From an optimization exercise on the open Yosys and OpenROAD flow, aimed at small area, a short achievable clock period and few clock cycles per item; shortcuts taken in it are not production practice. Where RTL was checked, it was by simulation tests only, not by an equivalence proof against the original.

==> flow/design.v <==
module sht_sbox (input wire [7:0] a, output wire [7:0] y);
  wire U0=a[7],U1=a[6],U2=a[5],U3=a[4],U4=a[3],U5=a[2],U6=a[1],U7=a[0];
  wire T1=U0^U3, T2=U0^U5, T3=U0^U6, T4=U3^U5, T5=U4^U6, T6=T1^T5, T7=U1^U2;
  wire T8=U7^T6, T9=U7^T7, T10=T6^T7, T11=U1^U5, T12=U2^U5, T13=T3^T4, T14=T6^T11;
  wire T15=T5^T11, T16=T5^T12, T17=T9^T16, T18=U3^U7, T19=T7^T18, T20=T1^T19;
  wire T21=U6^U7, T22=T7^T21, T23=T2^T22, T24=T2^T10, T25=T20^T17, T26=T3^T16, T27=T1^T12;
  wire D=U7;
  wire M1=T13&T6, M2=T23&T8, M3=T14^M1, M4=T19&D, M5=M4^M1, M6=T3&T16, M7=T22&T9;
  wire M8=T26^M6, M9=T20&T17, M10=M9^M6, M11=T1&T15, M12=T4&T27, M13=M12^M11;
  wire M14=T2&T10, M15=M14^M11, M16=M3^M2, M17=M5^T24, M18=M8^M7, M19=M10^M15;
  wire M20=M16^M13, M21=M17^M15, M22=M18^M13, M23=M19^T25, M24=M22^M23, M25=M22&M20;
  wire M26=M21^M25, M27=M20^M21, M28=M23^M25, M29=M28&M27, M30=M26&M24, M31=M20&M23;
  wire M32=M27&M31, M33=M27^M25, M34=M21&M22, M35=M24&M34, M36=M24^M25, M37=M21^M29;
  wire M38=M32^M33, M39=M23^M30, M40=M35^M36, M41=M38^M40, M42=M37^M39, M43=M37^M38;
  wire M44=M39^M40, M45=M42^M41;
  wire M46=M44&T6, M47=M40&T8, M48=M39&D, M49=M43&T16, M50=M38&T9, M51=M37&T17;
  wire M52=M42&T15, M53=M45&T27, M54=M41&T10, M55=M44&T13, M56=M40&T23, M57=M39&T19;
  wire M58=M43&T3, M59=M38&T22, M60=M37&T20, M61=M42&T1, M62=M45&T4, M63=M41&T2;
  wire L0=M61^M62, L1=M50^M56, L2=M46^M48, L3=M47^M55, L4=M54^M58, L5=M49^M61;
  wire L6=M62^L5, L7=M46^L3, L8=M51^M59, L9=M52^M53, L10=M53^L4, L11=M60^L2;
  wire L12=M48^M51, L13=M50^L0, L14=M52^M61, L15=M55^L1, L16=M56^L0, L17=M57^L1;
  wire L18=M58^L8, L19=M63^L4, L20=L0^L1, L21=L1^L7, L22=L3^L12, L23=L18^L2;
  wire L24=L15^L9, L25=L6^L10, L26=L7^L9, L27=L8^L10, L28=L11^L14, L29=L11^L17;
  assign y[7]=L6^L24;
  assign y[6]=~(L16^L26);
  assign y[5]=~(L19^L28);
  assign y[4]=L6^L21;
  assign y[3]=L20^L22;
  assign y[2]=L25^L29;
  assign y[1]=~(L13^L27);
  assign y[0]=~(L6^L23);
endmodule
module sht_key_step (
  input  wire [127:0] rk_in,
  input  wire [7:0]   rcon,
  output wire [127:0] rk_out
);
  wire [31:0] w0 = rk_in[127:96];
  wire [31:0] w1 = rk_in[95:64];
  wire [31:0] w2 = rk_in[63:32];
  wire [31:0] w3 = rk_in[31:0];
  wire [31:0] sw;    
  sht_sbox u_s0 (.a(w3[23:16]), .y(sw[31:24]));
  sht_sbox u_s1 (.a(w3[15:8]),  .y(sw[23:16]));
  sht_sbox u_s2 (.a(w3[7:0]),   .y(sw[15:8]));
  sht_sbox u_s3 (.a(w3[31:24]), .y(sw[7:0]));
  wire [31:0] p0 = w0 ^ {rcon, 24'h000000};
  wire [31:0] p1 = p0 ^ w1;
  wire [31:0] p2 = p1 ^ w2;
  wire [31:0] p3 = p2 ^ w3;
  assign rk_out = {p0 ^ sw, p1 ^ sw, p2 ^ sw, p3 ^ sw};
endmodule
module sht_aes_round (
  input  wire [127:0] s_in,
  output wire [127:0] sr,    
  output wire [127:0] mc     
);
  wire [127:0] sb;    
  genvar i, c;
  generate
    for (i = 0; i < 16; i = i + 1) begin : g_sub
      sht_sbox u_sbox (.a(s_in[127-8*i -: 8]), .y(sb[127-8*i -: 8]));
    end
    for (i = 0; i < 16; i = i + 1) begin : g_shift
      assign sr[127-8*i -: 8] = sb[127-8*((i%4) + 4*(((i/4) + (i%4)) % 4)) -: 8];
    end
    for (c = 0; c < 4; c = c + 1) begin : g_mix
      wire [7:0] a0 = sr[127-32*c -: 8];
      wire [7:0] a1 = sr[119-32*c -: 8];
      wire [7:0] a2 = sr[111-32*c -: 8];
      wire [7:0] a3 = sr[103-32*c -: 8];
      wire [7:0] t  = a0 ^ a1 ^ a2 ^ a3;
      wire [7:0] b0 = a0 ^ a1;
      wire [7:0] b1 = a1 ^ a2;
      wire [7:0] b2 = a2 ^ a3;
      wire [7:0] b3 = a3 ^ a0;
      wire [7:0] d0 = {b0[6:0], 1'b0} ^ (b0[7] ? 8'h1b : 8'h00);
      wire [7:0] d1 = {b1[6:0], 1'b0} ^ (b1[7] ? 8'h1b : 8'h00);
      wire [7:0] d2 = {b2[6:0], 1'b0} ^ (b2[7] ? 8'h1b : 8'h00);
      wire [7:0] d3 = {b3[6:0], 1'b0} ^ (b3[7] ? 8'h1b : 8'h00);
      assign mc[127-32*c -: 8] = a0 ^ t ^ d0;
      assign mc[119-32*c -: 8] = a1 ^ t ^ d1;
      assign mc[111-32*c -: 8] = a2 ^ t ^ d2;
      assign mc[103-32*c -: 8] = a3 ^ t ^ d3;
    end
  endgenerate
endmodule
module sht_codegen (
  input  wire         clk,
  input  wire         rst,           
  input  wire [127:0] key,           
  input  wire         req_valid,
  output wire         req_ready,
  input  wire         req_fixed,     
  input  wire [31:0]  req_frame,     
  input  wire [31:0]  req_salt,      
  input  wire [5:0]   req_addr,      
  input  wire [23:0]  req_train,     
  input  wire [5:0]   req_pulses,    
  input  wire [4:0]   req_window,    
  output wire         off_valid,
  input  wire         off_ready,
  output wire [9:0]   off_data,      
  output wire         off_last,      
  output reg  [15:0]  keychk,
  output reg          keychk_valid
);
  reg         b_valid;
  reg  [93:0] base;          
  reg  [1:0]  b_lastblk;     
  reg  [2:0]  b_lastcnt;     
  reg  [4:0]  b_win;
  reg         b_fixed;
  reg  [1:0]  jblk;          
  reg         run;           
  reg  [3:0]  round;         
  reg  [127:0] state;        
  reg  [127:0] rk;           
  reg         chk_pending;   
  reg         job_chk;       
  reg         job_last;      
  reg  [2:0]  job_cnt;       
  reg  [4:0]  job_win;
  reg         job_fixed;
  reg  [127:0] obuf;
  reg  [3:0]  ob_rem;        
  reg  [2:0]  ob_slot;       
  reg         ob_last;       
  reg  [4:0]  ob_win;
  reg         ob_fixed;
  reg         ov;
  reg  [9:0]  od;
  reg         ol;
  reg  [7:0]   rcon;
  wire [127:0] rk_next;
  wire [127:0] sr, mc;
  always @(*) begin
    case (round)
      4'd1:    rcon = 8'h01;
      4'd2:    rcon = 8'h02;
      4'd3:    rcon = 8'h04;
      4'd4:    rcon = 8'h08;
      4'd5:    rcon = 8'h10;
      4'd6:    rcon = 8'h20;
      4'd7:    rcon = 8'h40;
      4'd8:    rcon = 8'h80;
      4'd9:    rcon = 8'h1b;
      4'd10:   rcon = 8'h36;
      default: rcon = 8'h00;
    endcase
  end
  sht_key_step  u_key   (.rk_in(rk), .rcon(rcon), .rk_out(rk_next));
  sht_aes_round u_round (.s_in(state), .sr(sr), .mc(mc));
  wire [127:0] s_round = mc ^ rk_next;     
  wire [127:0] s_final = sr ^ rk_next;     
  wire at_last   = run && (round == 4'd10);
  wire ob_empty  = (ob_rem == 4'd0);
  wire fin       = at_last && (job_chk || ob_empty);   
  wire stall     = at_last && !job_chk && !ob_empty;   
  wire slot_free = !run || fin;
  wire ld_chk    = slot_free && chk_pending;
  wire ld_req    = slot_free && !chk_pending && b_valid;
  wire ld_lastb  = (jblk == b_lastblk);
  assign req_ready = !b_valid;
  wire [5:0]  pulses_m1 = req_pulses - 6'd1;
  wire [15:0] r_k  = obuf[16*ob_slot +: 16];
  wire [20:0] prod = r_k * ob_win;
  wire [127:0] pt_req = {base, 32'd0, jblk};
  always @(posedge clk) begin
    if (rst) begin
      b_valid      <= 1'b0;
      run          <= 1'b0;
      chk_pending  <= 1'b1;
      keychk_valid <= 1'b0;
      ob_rem       <= 4'd0;
      ov           <= 1'b0;
    end else begin
      if (req_valid && !b_valid) begin
        b_valid   <= 1'b1;
        base      <= {req_frame, req_salt, req_addr, req_train};
        b_lastblk <= pulses_m1[4:3];
        b_lastcnt <= pulses_m1[2:0];
        b_win     <= req_window;
        b_fixed   <= req_fixed;
        jblk      <= 2'd0;
      end
      if (ld_chk || ld_req) begin
        run      <= 1'b1;
        round    <= 4'd1;
        rk       <= key;
        job_chk  <= ld_chk;
        job_last <= ld_lastb;
        job_cnt  <= ld_lastb ? b_lastcnt : 3'd7;
        job_win  <= b_win;
        job_fixed<= b_fixed;
        state    <= (ld_chk ? 128'd0 : pt_req) ^ key;
        if (ld_chk)
          chk_pending <= 1'b0;
        else if (ld_lastb)
          b_valid <= 1'b0;
        else
          jblk <= jblk + 2'd1;
      end else if (fin) begin
        run <= 1'b0;
      end else if (run && !stall) begin
        round <= round + 4'd1;
        rk    <= rk_next;
        state <= s_round;
      end
      if (fin && job_chk) begin
        keychk       <= s_final[15:0];
        keychk_valid <= 1'b1;
      end
      if (!ov || off_ready) begin
        if (!ob_empty) begin
          ov      <= 1'b1;
          od      <= ob_fixed ? 10'd0 : prod[20:11];
          ol      <= ob_last && (ob_rem == 4'd1);
          ob_slot <= ob_slot + 3'd1;
          ob_rem  <= ob_rem - 4'd1;
        end else begin
          ov <= 1'b0;
        end
      end
      if (fin && !job_chk) begin
        obuf     <= s_final;
        ob_rem   <= {1'b0, job_cnt} + 4'd1;
        ob_slot  <= 3'd0;
        ob_last  <= job_last;
        ob_win   <= job_win;
        ob_fixed <= job_fixed;
      end
    end
  end
  assign off_valid = ov;
  assign off_data  = od;
  assign off_last  = ol;
endmodule
==> flow/config.mk <==
export PLATFORM = sky130hd
export DESIGN_NAME = sht_codegen
export DESIGN_NICKNAME = sht_codegen
export VERILOG_FILES = /design/flow/design.v
export SDC_FILE = /design/flow/constraint.sdc
export NUM_CORES = 4
export LEC_CHECK = 0
export ABC_AREA = 1
export CAP_MARGIN = 20
export CELL_PAD_IN_SITES_DETAIL_PLACEMENT = 2
export CELL_PAD_IN_SITES_GLOBAL_PLACEMENT = 2
export CORE_MARGIN = 2
export CORE_UTILIZATION = 30
export PLACE_DENSITY = 0.5
export SLEW_MARGIN = 20
==> flow/constraint.sdc <==
create_clock -name core_clock -period 12.0 [get_ports {clk}]
set_input_delay 2.4000 -clock core_clock [delete_from_list [all_inputs] [get_ports {clk}]]
set_output_delay 2.4000 -clock core_clock [all_outputs]
set_load 0.01 [all_outputs]
run.sh (not shown) runs the stock make flow with config.mk's settings and CLKGATE_MAP_FILE= SYNTH_SCRIPT=/design/flow/synth_recipe.tcl, a recipe that flattens the netlist after the stock synthesis.
Then changed:
ABC_AREA = unset   (was 1)
SETUP_SLACK_MARGIN = 5   (was unset)
Register-to-register slack improves by 220 ps.
Utilization increases by 2.3 points.
Synthesized area drops by 3.3%.
Design area rose by 3.2%.
Setup slack gains 220 ps.
Count of clock-buffer cells in the layout grows by 5.
Maximum frequency went up by 3.2%.
Then changed:
SETUP_SLACK_MARGIN = unset   (was 5)
Effect: Setup slack is worse by 1600 ps. Routed wire length fell slightly. Global-route usage fell by 0.22 points.
No functional check of the RTL was part of any run of this note.


## lane 1
sht_codegen, a different RTL version from the one above (not shown whole).
Size in the first run: roughly 6200 cells after synthesis, roughly 1200 flip-flops, about 71000 um2 of cells after synthesis.
Design sht_codegen, start of the top module:
module sht_codegen (
  input  wire         clk,
  input  wire         rst,           
  input  wire [127:0] key,           
  input  wire         req_valid,
  output wire         req_ready,
  input  wire         req_fixed,     
  input  wire [31:0]  req_frame,     
  input  wire [31:0]  req_salt,      
  input  wire [5:0]   req_addr,      
  input  wire [23:0]  req_train,     
  input  wire [5:0]   req_pulses,    
  input  wire [4:0]   req_window,    
  output wire         off_valid,
  input  wire         off_ready,
  output wire [9:0]   off_data,      
  output wire         off_last,      
  output reg  [15:0]  keychk,
  output reg          keychk_valid
);
==> flow/config.mk <==
export PLATFORM = sky130hd
export DESIGN_NAME = sht_codegen
export DESIGN_NICKNAME = sht_codegen
export VERILOG_FILES = /design/flow/design.v
export SDC_FILE = /design/flow/constraint.sdc
export NUM_CORES = 4
export LEC_CHECK = 0
export ABC_AREA = 1
export CAP_MARGIN = 20
export CELL_PAD_IN_SITES_DETAIL_PLACEMENT = 2
export CELL_PAD_IN_SITES_GLOBAL_PLACEMENT = 2
export CORE_MARGIN = 2
export CORE_UTILIZATION = 30
export PLACE_DENSITY = 0.5
export SETUP_SLACK_MARGIN = 5
export SLEW_MARGIN = 20
==> flow/constraint.sdc <==
create_clock -name core_clock -period 12.0 [get_ports {clk}]
set_input_delay 2.4000 -clock core_clock [delete_from_list [all_inputs] [get_ports {clk}]]
set_output_delay 2.4000 -clock core_clock [all_outputs]
set_load 0.01 [all_outputs]
standard.sh (not shown) runs the stock make flow with config.mk's settings and CLKGATE_MAP_FILE= SYNTH_SCRIPT=/design/flow/synth_recipe.tcl, a recipe that flattens the netlist after the stock synthesis.
==> flow/flow/run.sh <==
#!/bin/bash
# Own layout flow: the standard flow (standard.sh), except that the
# synthesis maps the combinational logic with an area-oriented ABC script
# (flow/abc.script) that keeps the XOR gates of the AES datapath as XOR
# cells. Registers are mapped before ABC runs, so they are the standard
# synthesis's. Each step's output goes to a log file in this folder.
set -euo pipefail
W=$(pwd)
export FLOW_ABC_SCRIPT="$W/flow/abc.script"
export FLOW_REF_SYNTH="$W/synth_recipe.tcl"
bash standard.sh SYNTH_SCRIPT="$W/flow/synth_abc.tcl" synth > "$W/synth.log" 2>&1
bash standard.sh SETUP_SLACK_MARGIN=8 finish > "$W/layout.log" 2>&1
==> flow/flow/abc.script <==
strash
&get -n
&dch -f
&nf
&put
==> flow/flow/synth_abc.tcl <==
# The standard flow's synthesis script (synth_recipe.tcl), with ABC's mapping script
# replaced by flow/abc.script. Everything else, flip-flop mapping included,
# is unchanged.
proc abc {args} {
  set i [lsearch -exact $args -script]
  if { $i >= 0 } {
    lset args [expr { $i + 1 }] $::env(FLOW_ABC_SCRIPT)
  }
  yosys abc {*}$args
}
source $::env(FLOW_REF_SYNTH)
Testbench counts of lane 1, summed over its fixed seeds: cycles 37,634, items 25,639.
## Diff of input files: lane 2 against lane 1
- CTS_CLUSTER_DIAMETER newly set to 200
- CTS_CLUSTER_SIZE newly set to 20
- ABC_AREA removed (was 1)
==> flow/flow/run.sh <==
#!/bin/bash
set -euo pipefail
W=$(pwd)
export FLOW_ABC_SCRIPT="$W/flow/abc.script"
export FLOW_REF_SYNTH="$W/synth_recipe.tcl"
bash standard.sh SYNTH_SCRIPT="$W/flow/synth_abc.tcl" synth > "$W/synth.log" 2>&1
bash standard.sh SETUP_SLACK_MARGIN=8.4 finish > "$W/layout.log" 2>&1
## What came out
Looking at type of the setup path with the least slack, the reg2out result is from lane 2; the in2reg one comes from lane 1. On total cell area at the placement stage, lane 1 and lane 2 are basically level. There was hardly any difference in transition at the pin with the smallest max-transition slack between lane 1 and lane 2. Synthesized-area fraction occupied by adder cells: lane 2 vs lane 1 identical. Lane 2: flow completed, timing, DRC and antenna clean.
What lane 3 does differently from lane 2 at the input level:
- CORE_UTILIZATION now 60, was 30
- PLACE_DENSITY now 0.75, was 0.5
==> flow/flow/run.sh <==
#!/bin/bash
set -euo pipefail
W=$(pwd)
export FLOW_ABC_SCRIPT="$W/flow/abc.script"
export FLOW_REF_SYNTH="$W/synth_recipe.tcl"
bash standard.sh SYNTH_SCRIPT="$W/flow/synth_abc.tcl" synth > "$W/synth.log" 2>&1
bash standard.sh SETUP_SLACK_MARGIN=8.25 finish > "$W/layout.log" 2>&1
==> notes.md <==
The flow ended early for lane 3: it failed with a tool error in 3_5_place_dp.
Relative to lane 2, vertical die dimension has gone down in lane 3.
Diff lane 2 -> lane 3: width of the chip moved down; area after synthesis comparable; initial core utilization now larger; half-perimeter wire length after placement shows an increase of 9.2%.
Comparing lane 2 and lane 3, final weighted congestion in routability-driven placement is higher on lane 3.
Comparing lane 2 against lane 3, there is no change at all in number of nets in the synthesized netlist.
Taking lane 2 as the reference point, the number of standard-cell rows in the floorplan of lane 3 falls by 52.
Number of flip-flops and latches in the synthesized netlist came out exactly the same in lane 2 and lane 3.
From lane 2 to lane 3, area share of and/or/nand/nor cells after synthesis did not move at all.
Modified inputs, lane 4 compared to lane 3
- TNS_END_PERCENT newly set to 30
- CORE_UTILIZATION changed from 60 to 30
- PLACE_DENSITY changed from 0.75 to 0.5
Lane 4 has completed all stages; timing, DRC and antenna checks passed.
Re number of distinct library cells after synthesis: no difference whatsoever between lane 3 and lane 4.
Compared with lane 3, lane 4 shows placed wire-length estimate that has gone down by a little under 10%.
Diff lane 4..lane 3 | cell area after synthesis | unchanged

## static timing again, ports no longer ideal
The results above use ideal ports. As a check the final layouts listed here were re-extracted and re-timed, cells and wires unchanged.
Step 1 assumes that a clkbuf_16 drives the clock port and a buf_2 every other input.
Step 2, shift: input delay + t, output delay - t, t = (earliest + latest rising clock arrival at the registers) / 2. This alone moves slack from input paths to output paths.
a / b / c = ideal ports / drivers / drivers and shift; a / b = the first two.
run	shift t [ns]	slack for setup (ns)	worst slew at a driven data input, ns	pins driven straight from the clock port
the first run of note 1	0.867	4.825 / 4.825 / 4.825	0.18	1
the second run of note 1	0.812	5.047 / 5.047 / 5.047	0.09	1
the third run of note 1	0.809	3.455 / 3.455 / 3.455	0.11	1
lane 1	0.885	7.974 / 7.979 / 7.156	0.07	1
lane 2	0.832	8.262 / 8.170 / 7.649	0.11	1
lane 4	0.817	8.143 / 8.100 / 7.384	0.09	1
After both steps every run listed still meets setup and hold. For lane 1, which loses most, drivers alone change the setup slack by +0.005 ns; drivers and shift together by -0.818 ns.
